Source: an optimization exercise on an open RTL-to-GDS flow (aim: small area and a short achievable clock period). Production flows keep margins and buffers that such runs may drop.
In this exercise RTL edits were held to simulation tests only and were not proved equivalent to the original.

File: flow/run.sh
#!/bin/bash
# synth_recipe.tcl (not shown) runs the flow's synth.tcl, then flattens the netlist and writes it again
# the make line also repeats each setting of config.mk as NAME=value (left out here)
make -C /OpenROAD-flow-scripts/flow DESIGN_CONFIG=/design/flow/config.mk WORK_HOME=/design/flow/orfs CLKGATE_MAP_FILE= SYNTH_SCRIPT=/design/flow/synth_recipe.tcl finish
File: flow/constraint.sdc
create_clock -name core_clock -period 24.0 [get_ports {clk}]
set_input_delay 4.8000 -clock core_clock [delete_from_list [all_inputs] [get_ports {clk}]]
set_output_delay 4.8000 -clock core_clock [all_outputs]
set_load 0.01 [all_outputs]
File: flow/config.mk
export PLATFORM = sky130hd
export DESIGN_NAME = cast_unit
export DESIGN_NICKNAME = cast_unit
export VERILOG_FILES = /design/flow/design.v
export SDC_FILE = /design/flow/constraint.sdc
export NUM_CORES = 4
export LEC_CHECK = 0
export CAP_MARGIN = 20
export CORE_MARGIN = 2
export CORE_UTILIZATION = 40
export SLEW_MARGIN = 20
File: flow/design.v
module cast_unit (
    input  wire        clk,
    input  wire        rst,
    input  wire        in_valid,
    input  wire [5:0]  in_src_fmt,
    input  wire [5:0]  in_dst_fmt,
    input  wire [1:0]  in_round,
    input  wire        in_ovf,
    input  wire [31:0] in_code,
    input  wire [63:0] in_seed,
    input  wire [15:0] in_tag,
    input  wire [47:0] in_idx,
    output reg         out_valid,
    output reg  [31:0] out_code,
    output reg         out_sat,
    output reg         out_nan,
    output reg         out_err
);
    reg        r_valid;
    reg [5:0]  r_src, r_dst;
    reg [1:0]  r_round;
    reg        r_ovf;
    reg [31:0] r_code;
    reg [63:0] r_seed;
    reg [15:0] r_tag;
    reg [47:0] r_idx;
    always @(posedge clk) begin
        if (rst)
            r_valid <= 1'b0;
        else
            r_valid <= in_valid;
        r_src   <= in_src_fmt;
        r_dst   <= in_dst_fmt;
        r_round <= in_round;
        r_ovf   <= in_ovf;
        r_code  <= in_code;
        r_seed  <= in_seed;
        r_tag   <= in_tag;
        r_idx   <= in_idx;
    end
    wire [31:0] x0 = r_idx[31:0] ^ r_seed[31:0];
    wire [31:0] y0 = {r_tag, r_idx[47:32]} ^ r_seed[63:32];
    wire [31:0] xa1 = x0 + y0 + 32'h9E37_79B9;
    wire [31:0] y1  = {y0[19:0], y0[31:20]} ^ xa1;
    wire [31:0] x1  = {xa1[11:0], xa1[31:12]} ^ y1;
    wire [31:0] xa2 = x1 + y1 + 32'h3C6E_F372;
    wire [31:0] y2  = {y1[19:0], y1[31:20]} ^ xa2;
    wire [31:0] x2  = {xa2[11:0], xa2[31:12]} ^ y2;
    wire [31:0] xa3 = x2 + y2 + 32'hDAA6_6D2B;
    wire [31:0] y3  = {y2[19:0], y2[31:20]} ^ xa3;
    wire [31:0] x3  = {xa3[11:0], xa3[31:12]} ^ y3;
    wire [31:0] xa4 = x3 + y3 + 32'h78DD_E6E4;
    wire [31:0] y4  = {y3[19:0], y3[31:20]} ^ xa4;
    wire [31:0] x4  = {xa4[11:0], xa4[31:12]} ^ y4;
    wire [31:0] dsum = x4 + y4;
    wire [15:0] draw = dsum[31:16];
    localparam CL_ZERO = 2'd0, CL_FIN = 2'd1, CL_INF = 2'd2, CL_NAN = 2'd3;
    reg        s_ok;         
    reg        s_float;
    reg        s_sign;
    reg [7:0]  s_exp;        
    reg [22:0] s_man;        
    reg [4:0]  s_mb;         
    reg [7:0]  s_top;        
    reg [7:0]  s_bias;
    reg        s_hasinf;
    reg        s_e4m3;
    reg [31:0] s_imag;       
    always @* begin
        s_ok = 1'b1; s_float = 1'b0; s_sign = 1'b0;
        s_exp = 8'd0; s_man = 23'd0; s_mb = 5'd0; s_top = 8'd0;
        s_bias = 8'd0; s_hasinf = 1'b0; s_e4m3 = 1'b0; s_imag = 32'd0;
        case (r_src)
            6'h01: begin  
                s_float = 1'b1; s_sign = r_code[31]; s_exp = r_code[30:23];
                s_man = r_code[22:0]; s_mb = 5'd23; s_top = 8'd255;
                s_bias = 8'd127; s_hasinf = 1'b1;
            end
            6'h02: begin  
                s_float = 1'b1; s_sign = r_code[15]; s_exp = r_code[14:7];
                s_man = {16'd0, r_code[6:0]}; s_mb = 5'd7; s_top = 8'd255;
                s_bias = 8'd127; s_hasinf = 1'b1;
            end
            6'h03: begin  
                s_float = 1'b1; s_sign = r_code[15]; s_exp = {3'd0, r_code[14:10]};
                s_man = {13'd0, r_code[9:0]}; s_mb = 5'd10; s_top = 8'd31;
                s_bias = 8'd15; s_hasinf = 1'b1;
            end
            6'h04: begin  
                s_float = 1'b1; s_sign = r_code[7]; s_exp = {4'd0, r_code[6:3]};
                s_man = {20'd0, r_code[2:0]}; s_mb = 5'd3; s_top = 8'd15;
                s_bias = 8'd7; s_e4m3 = 1'b1;
            end
            6'h05: begin  
                s_float = 1'b1; s_sign = r_code[7]; s_exp = {3'd0, r_code[6:2]};
                s_man = {21'd0, r_code[1:0]}; s_mb = 5'd2; s_top = 8'd31;
                s_bias = 8'd15; s_hasinf = 1'b1;
            end
            6'h06: begin  
                s_float = 1'b1; s_sign = r_code[5]; s_exp = {5'd0, r_code[4:2]};
                s_man = {21'd0, r_code[1:0]}; s_mb = 5'd2; s_top = 8'd7;
                s_bias = 8'd3;
            end
            6'h07: begin  
                s_float = 1'b1; s_sign = r_code[5]; s_exp = {6'd0, r_code[4:3]};
                s_man = {20'd0, r_code[2:0]}; s_mb = 5'd3; s_top = 8'd3;
                s_bias = 8'd1;
            end
            6'h08: begin  
                s_float = 1'b1; s_sign = r_code[3]; s_exp = {6'd0, r_code[2:1]};
                s_man = {22'd0, r_code[0]}; s_mb = 5'd1; s_top = 8'd3;
                s_bias = 8'd1;
            end
            6'h10: begin  
                s_sign = r_code[31];
                s_imag = r_code[31] ? (~r_code + 32'd1) : r_code;
            end
            6'h11: begin  
                s_sign = r_code[15];
                s_imag = r_code[15] ? (~{{16{1'b1}}, r_code[15:0]} + 32'd1)
                                    : {16'd0, r_code[15:0]};
            end
            6'h12: begin  
                s_sign = r_code[7];
                s_imag = r_code[7] ? (~{{24{1'b1}}, r_code[7:0]} + 32'd1)
                                   : {24'd0, r_code[7:0]};
            end
            6'h13: begin  
                s_imag = {24'd0, r_code[7:0]};
            end
            6'h14: begin  
                s_sign = r_code[3];
                s_imag = r_code[3] ? (~{{28{1'b1}}, r_code[3:0]} + 32'd1)
                                   : {28'd0, r_code[3:0]};
            end
            6'h15: begin  
                s_imag = {28'd0, r_code[3:0]};
            end
            6'h16: begin  
                s_sign = r_code[2];
                s_imag = r_code[2] ? (~{{29{1'b1}}, r_code[2:0]} + 32'd1)
                                   : {29'd0, r_code[2:0]};
            end
            6'h17: begin  
                s_sign = r_code[1];
                s_imag = r_code[1] ? (~{{30{1'b1}}, r_code[1:0]} + 32'd1)
                                   : {30'd0, r_code[1:0]};
            end
            6'h18: begin  
                s_sign = (r_code[1:0] == 2'd0);
                s_imag = (r_code[1:0] == 2'd0 || r_code[1:0] == 2'd2) ? 32'd1 : 32'd0;
            end
            6'h19: begin  
                s_imag = {31'd0, r_code[0]};
            end
            default: s_ok = 1'b0;
        endcase
    end
    reg [1:0]        v_cls;
    reg [31:0]       v_m;
    reg signed [9:0] v_e;
    always @* begin
        v_m = 32'd0;
        v_e = 10'sd0;
        if (s_float) begin
            if (s_exp == s_top && s_hasinf)
                v_cls = (s_man == 23'd0) ? CL_INF : CL_NAN;
            else if (s_e4m3 && s_exp == s_top && s_man[2:0] == 3'b111)
                v_cls = CL_NAN;
            else begin
                if (s_exp == 8'd0) begin
                    v_m = {9'd0, s_man};
                    v_e = $signed(10'd1) - $signed({2'b0, s_bias}) - $signed({5'b0, s_mb});
                end else begin
                    v_m = {9'd0, s_man} | (32'd1 << s_mb);
                    v_e = $signed({2'b0, s_exp}) - $signed({2'b0, s_bias}) - $signed({5'b0, s_mb});
                end
                v_cls = (v_m == 32'd0) ? CL_ZERO : CL_FIN;
            end
        end else begin
            v_m   = s_imag;
            v_cls = (s_imag == 32'd0) ? CL_ZERO : CL_FIN;
        end
    end
    reg [5:0] lz;
    integer i;
    always @* begin
        lz = 6'd32;
        for (i = 0; i < 32; i = i + 1)
            if (v_m[i])
                lz = 6'd31 - i[5:0];
    end
    wire [31:0]       mn = v_m << lz;
    wire signed [9:0] lg = v_e + $signed(10'd31) - $signed({4'd0, lz});
    reg        d_ok, d_float, d_int, d_uint, d_tern, d_mask;
    reg [5:0]  d_w;          
    reg [4:0]  d_mb;
    reg [7:0]  d_bias;
    reg        d_hasinf, d_e4m3;
    reg [7:0]  d_expall;     
    reg [30:0] d_maxcode;    
    reg [31:0] d_nancode;    
    reg [32:0] d_maxpos;     
    reg [32:0] d_maxneg;     
    always @* begin
        d_ok = 1'b1; d_float = 1'b0; d_int = 1'b0; d_uint = 1'b0;
        d_tern = 1'b0; d_mask = 1'b0; d_w = 6'd0; d_mb = 5'd0; d_bias = 8'd0;
        d_hasinf = 1'b0; d_e4m3 = 1'b0; d_expall = 8'd0; d_maxcode = 31'd0;
        d_nancode = 32'd0; d_maxpos = 33'd0; d_maxneg = 33'd0;
        case (r_dst)
            6'h01: begin d_float = 1'b1; d_w = 6'd32; d_mb = 5'd23; d_bias = 8'd127;
                d_hasinf = 1'b1; d_expall = 8'd255; d_maxcode = 31'h7F7F_FFFF;
                d_nancode = 32'h7FC0_0000; end
            6'h02: begin d_float = 1'b1; d_w = 6'd16; d_mb = 5'd7; d_bias = 8'd127;
                d_hasinf = 1'b1; d_expall = 8'd255; d_maxcode = 31'h7F7F;
                d_nancode = 32'h7FC0; end
            6'h03: begin d_float = 1'b1; d_w = 6'd16; d_mb = 5'd10; d_bias = 8'd15;
                d_hasinf = 1'b1; d_expall = 8'd31; d_maxcode = 31'h7BFF;
                d_nancode = 32'h7E00; end
            6'h04: begin d_float = 1'b1; d_w = 6'd8; d_mb = 5'd3; d_bias = 8'd7;
                d_e4m3 = 1'b1; d_expall = 8'd15; d_maxcode = 31'h7E;
                d_nancode = 32'h7F; end
            6'h05: begin d_float = 1'b1; d_w = 6'd8; d_mb = 5'd2; d_bias = 8'd15;
                d_hasinf = 1'b1; d_expall = 8'd31; d_maxcode = 31'h7B;
                d_nancode = 32'h7E; end
            6'h06: begin d_float = 1'b1; d_w = 6'd6; d_mb = 5'd2; d_bias = 8'd3;
                d_expall = 8'd7; d_maxcode = 31'h1F; end
            6'h07: begin d_float = 1'b1; d_w = 6'd6; d_mb = 5'd3; d_bias = 8'd1;
                d_expall = 8'd3; d_maxcode = 31'h1F; end
            6'h08: begin d_float = 1'b1; d_w = 6'd4; d_mb = 5'd1; d_bias = 8'd1;
                d_expall = 8'd3; d_maxcode = 31'h7; end
            6'h10: begin d_int = 1'b1; d_w = 6'd32;
                d_maxpos = 33'h0_7FFF_FFFF; d_maxneg = 33'h0_8000_0000; end
            6'h11: begin d_int = 1'b1; d_w = 6'd16;
                d_maxpos = 33'h7FFF; d_maxneg = 33'h8000; end
            6'h12: begin d_int = 1'b1; d_w = 6'd8;
                d_maxpos = 33'h7F; d_maxneg = 33'h80; end
            6'h13: begin d_uint = 1'b1; d_w = 6'd8;
                d_maxpos = 33'hFF; d_maxneg = 33'h0; end
            6'h14: begin d_int = 1'b1; d_w = 6'd4;
                d_maxpos = 33'h7; d_maxneg = 33'h8; end
            6'h15: begin d_uint = 1'b1; d_w = 6'd4;
                d_maxpos = 33'hF; d_maxneg = 33'h0; end
            6'h16: begin d_int = 1'b1; d_w = 6'd3;
                d_maxpos = 33'h3; d_maxneg = 33'h4; end
            6'h17: begin d_int = 1'b1; d_w = 6'd2;
                d_maxpos = 33'h1; d_maxneg = 33'h2; end
            6'h18: begin d_tern = 1'b1; d_w = 6'd2;
                d_maxpos = 33'h1; d_maxneg = 33'h1; d_nancode = 32'd1; end
            6'h19: begin d_mask = 1'b1; d_w = 6'd1; end
            default: d_ok = 1'b0;
        endcase
    end
    wire signed [9:0] emin  = $signed(10'd1) - $signed({2'b0, d_bias});
    wire signed [9:0] e_q   = (lg > emin) ? lg : emin;        
    wire signed [9:0] k     = d_float ? (lg - e_q + $signed({5'b0, d_mb})) : lg;
    wire              big   = (k > $signed(10'd32));
    wire signed [9:0] kc    = (k > $signed(10'd32))  ? $signed(10'd32)  :
                              (k < -$signed(10'd17)) ? -$signed(10'd17) : k;
    wire [5:0]        sh    = 6'd32 - kc[5:0];              
    wire [48:0] wide   = {mn, 17'd0};
    wire [48:0] u      = wide >> sh;
    wire [48:0] lost   = wide & ~({49{1'b1}} << sh);
    wire        sticky = |lost;
    wire [32:0] steps  = u[48:16];
    wire [15:0] f16    = u[15:0];
    wire [16:0] sr_sum = {1'b0, f16} + {1'b0, draw};
    reg         up;
    always @* begin
        case (r_round)
            2'd0:    up = f16[15] & ((|f16[14:0]) | sticky | steps[0]);
            2'd2:    up = sr_sum[16];
            default: up = 1'b0;
        endcase
    end
    wire [33:0] r = {1'b0, steps} + {33'd0, up};
    wire signed [9:0] bexp    = e_q + $signed({2'b0, d_bias}) - $signed(10'd1);
    wire [33:0]       fl_mag  = ({24'd0, bexp} << d_mb) + r;
    wire              fl_over = (fl_mag > {3'd0, d_maxcode});
    wire              in_over = big | (s_sign ? (r > {1'b0, d_maxneg}) : (r > {1'b0, d_maxpos}));
    wire [31:0]       in_val  = s_sign ? (32'd0 - r[31:0]) : r[31:0];
    wire [31:0]       wmask   = (d_w == 6'd32) ? 32'hFFFF_FFFF : ((32'd1 << d_w) - 32'd1);
    wire [31:0] sign_bit = {31'd0, s_sign} << (d_w - 6'd1);
    reg  [31:0] ovf_code;
    always @* begin
        if (d_float) begin
            if (r_ovf && r_round != 2'd1 && d_hasinf)
                ovf_code = sign_bit | ({24'd0, d_expall} << d_mb);
            else if (r_ovf && r_round != 2'd1 && d_e4m3)
                ovf_code = s_sign ? 32'hFF : 32'h7F;
            else
                ovf_code = sign_bit | {1'b0, d_maxcode};
        end else if (d_tern) begin
            ovf_code = s_sign ? 32'd0 : 32'd2;
        end else begin
            ovf_code = (s_sign ? (32'd0 - d_maxneg[31:0]) : d_maxpos[31:0]) & wmask;
        end
    end
    reg [31:0] res_code;
    reg        res_sat, res_nan, res_err;
    always @* begin
        res_code = 32'd0;
        res_sat  = 1'b0;
        res_nan  = 1'b0;
        res_err  = 1'b0;
        if (!s_ok || !d_ok || r_round == 2'd3) begin
            res_err = 1'b1;
        end else if (d_mask) begin
            res_code = (v_cls == CL_ZERO) ? 32'd0 : 32'd1;
            res_nan  = (v_cls == CL_NAN);
        end else if (v_cls == CL_NAN) begin
            res_code = d_nancode;
            res_nan  = 1'b1;
        end else if (v_cls == CL_INF) begin
            res_code = ovf_code;
            res_sat  = 1'b1;
        end else if (v_cls == CL_ZERO) begin
            res_code = d_float ? sign_bit : (d_tern ? 32'd1 : 32'd0);
        end else if (d_float) begin
            if (fl_over) begin
                res_code = ovf_code;
                res_sat  = 1'b1;
            end else
                res_code = sign_bit | fl_mag[31:0];
        end else begin
            if (in_over) begin
                res_code = ovf_code;
                res_sat  = 1'b1;
            end else if (d_tern)
                res_code = in_val + 32'd1;
            else
                res_code = in_val & wmask;
        end
    end
    always @(posedge clk) begin
        if (rst)
            out_valid <= 1'b0;
        else
            out_valid <= r_valid;
        out_code <= res_code;
        out_sat  <= res_sat;
        out_nan  <= res_nan;
        out_err  <= res_err;
    end
endmodule
==> qor.yml <==
hold_depth: 1
dr_total_vias: 46603
grt_max_degree: 54
hpwlAfterDp_mm: 159
ys_top_cells_by_area: "ha_1, dfxtp_1, xnor2_1"
yosysWarnings: 1
path_class: "reg -> reg"
cts_htree_levels: 1
synth_cells: 5607
critPathMaxStageDelay_ps: 900
wl_per_cell_um: 26.6
setup_viol: 0
worst_slack_ps: 1390
min_from: "r_valid$_SDFF_PP0_"
grt_pass1_wl_mm: 282
clock_skew_ps: 43.2
slowest_stage: "a211oi_1"
drv_slew: 0
hold_viol: 0
synth_top_cell_area_share: 0.125
cts_tree: "yes"
rows: 117
ant_nets: 0
cp-start-kind: "flop"
die_h_um: 323
min_to: "out_valid$_SDFF_PP0_"
hold_class: "reg -> reg"
synth_area_leader_cell: "ha_1"
synth-edff-count: 0
endpoint_kind: "flop"
grt-ovfl-total: 0
synth_area_um2: 40800
totalWireLength_mm: 195
relSlewSlack: 0.273
syn2layout_area_growth_pct: 17.4
outcome: "no timing/DRC/antenna violations"
cp_max_fo: 21
synth_cell_types: 149
clock_latency_ps: 650
antenna_found_initial: 4
start_util: 0.402
preCtsSetupSlack_ps: -386
clockBufferDepth: 3
syn_nets: 6205
drtIter0Drc: 5949
yosysSeqAreaShare: 0.122
cts_sinks: 248
yosys_most_used_dff: "dfxtp_1"
final.setup.tns_ps: 0
hold_slack_ps: 445
drc: 0
avgSynthCellArea_um2: 7.27
max_freq_mhz: 44.2
vias_per_cell: 6.36
max-cap-violations: 0
num_io_pins: 214
r2r-end: "out_code[27]$_SDFF_PP0_"
dr.pass1.iters: 7
coreArea_um2: 101000
gp_congestion: 1.01
worst_pin_slew_ps: 1080
yosys_register_bits: 248
cts_buffers: 29
ctsHoldBuffers: 0
fin_nets: 6531
min_period_ps: 22610
die_w_um: 323
asyncSetResetFlopFracSynth: 0
grt_usage: 0.356
rrSetupSlack_ps: 1390
crit_arrival_ps: 23170
grt_pass1_vias: 42214
r2r_start: "r_src[1]$_DFF_P_"
port_buffers: 213
cts_root_buf: "clkbuf_16"
ff2ff_path_depth: 102
cts.reportedPaths.clkPinSlew_ps: 60
period_share: 0.942
drive_gt1_frac: 0.125
worstPathRequired_ps: 24570
fp.dieArea_um2: 105000
==> cell type report <==
type | count | area (um2)
tap | 1368 | 1710
timing repair buffer | 556 | 4750
clock buffer | 38 | 800
multi-input combinational | 4797 | 34300
sequential | 248 | 4970
inverter | 301 | 1140
fill | 10319 | 53600
antenna | 1 | 2.50
clock inverter | 14 | 230
==> cell usage in the layout (no fill, tap or decap), drive strengths merged, types with 181 or more instances in the layout <==
cell,instances
dfxtp,248
xor2,181
nor3,197
inv,297
ha,406
xnor2,317
clkdlybuf4s50,213
buf,343
nor2,555
a21oi,418
nand2,469
o21ai,359
==> critical path: cells and delay by family, from the launching register on <==
| kind | cells | cell delay, ps |
|---|---|---|
| fa+ha+maj | 14 | 4620 |
| flops | 1 | 440 |
| simple gates | 22 | 3540 |
| buf+inv | 17 | 3000 |
| xor+xnor | 2 | 510 |
| compound gates | 46 | 10070 |
| mux | 1 | 350 |
==> logic make-up (layout without fill, tap and decap cells) <==
| group | after synthesis | after routing | share of synthesized area |
|---|---|---|---|
| and+or+nand+nor | 1958 | 1958 | 0.239 |
| buffers and inverters | 562 | 909 | 0.0565 |
| muxes | 175 | 175 | 0.0464 |
| other | 0 | 1 | 0 |
| xor gates and xnor gates | 510 | 510 | 0.114 |
| adders and majority gates | 423 | 423 | 0.132 |
| DFF | 248 | 248 | 0.122 |
| AOI/OAI and AO/OA | 1731 | 1731 | 0.290 |
==> how the worst max path moves through the flow <==
stage / from / endpoint
6_report: r_src[1]$_DFF_P_ / out_code[27]$_SDFF_PP0_
5_1_grt: r_seed[33]$_DFF_P_ / out_code[17]$_SDFF_PP0_
4_1_cts: r_seed[33]$_DFF_P_ / out_code[1]$_SDFF_PP0_
3_5_place_dp: r_seed[33]$_DFF_P_ / out_code[1]$_SDFF_PP0_
3_3_place_gp: r_idx[33]$_DFF_P_ / out_code[1]$_SDFF_PP0_
2_1_floorplan: r_idx[33]$_DFF_P_ / out_code[5]$_SDFF_PP0_
==> timing repair <==
item,4_1_cts,5_1_grt
resized for setup,20,156
pin swaps,3,71
setup buffers,1,20
endpoints found under the setup margin,33,33
==> cells in the mapped netlist, types with 131 or more instances <==
master	n
clkbuf_1	163
ha_1	406
xnor2_1	314
o21ai_0	335
xor2_1	180
nor3_1	186
a21oi_1	414
inv_1	290
nor2_1	545
dfxtp_1	248
nand2_1	466
nand3_1	143
mux2i_1	131
==> routing by layer <==
metal / up-vias / wire length (um) / GRT usage
met4: 2 / 8080 / 0.120
li1: 21344 / - / -
met3: 428 / 18800 / 0.0666
met2: 2563 / 83100 / 0.545
met5: - / 11 / 0
met1: 22266 / 85100 / 0.498
==> metrics by stage <==
step,instances,cell area [um2],utilization
floorplan,5607,40800,-
global placement,7249,46000,0.454
detailed placement,7249,46000,0.454
CTS,7302,47100,0.464
global route,7322,47900,0.472
finish,7323,47900,0.472

afterwards: timing with drivers on the ports:
The results above use ideal ports. As a check the final layout listed here was re-extracted and re-timed, cells and wires unchanged.
Step 1 (the two cells are an assumption about what drives the block):
set clk [get_ports {clk}]
set_driving_cell -lib_cell sky130_fd_sc_hd__clkbuf_16 $clk
set_driving_cell -lib_cell sky130_fd_sc_hd__buf_2 [delete_from_list [all_inputs] $clk]
Step 2 adds t to the input delays and takes it off the output delays; t is the mean of the earliest and latest rising clock arrival at the registers after step 1. Input paths then give back, and output paths get back, about the clock's delay inside the block.
Three values: no drivers, after step 1, after step 2; two values: the first two.
shift t [ns]: 0.699
setup WS [ns]: 1.394 / 1.394 / 1.394
worst setup path at the end: register to register
After both steps this run still meets setup and hold. The setup slack of this run moves by 0.000 ns with the drivers and by 0.000 ns with both steps.
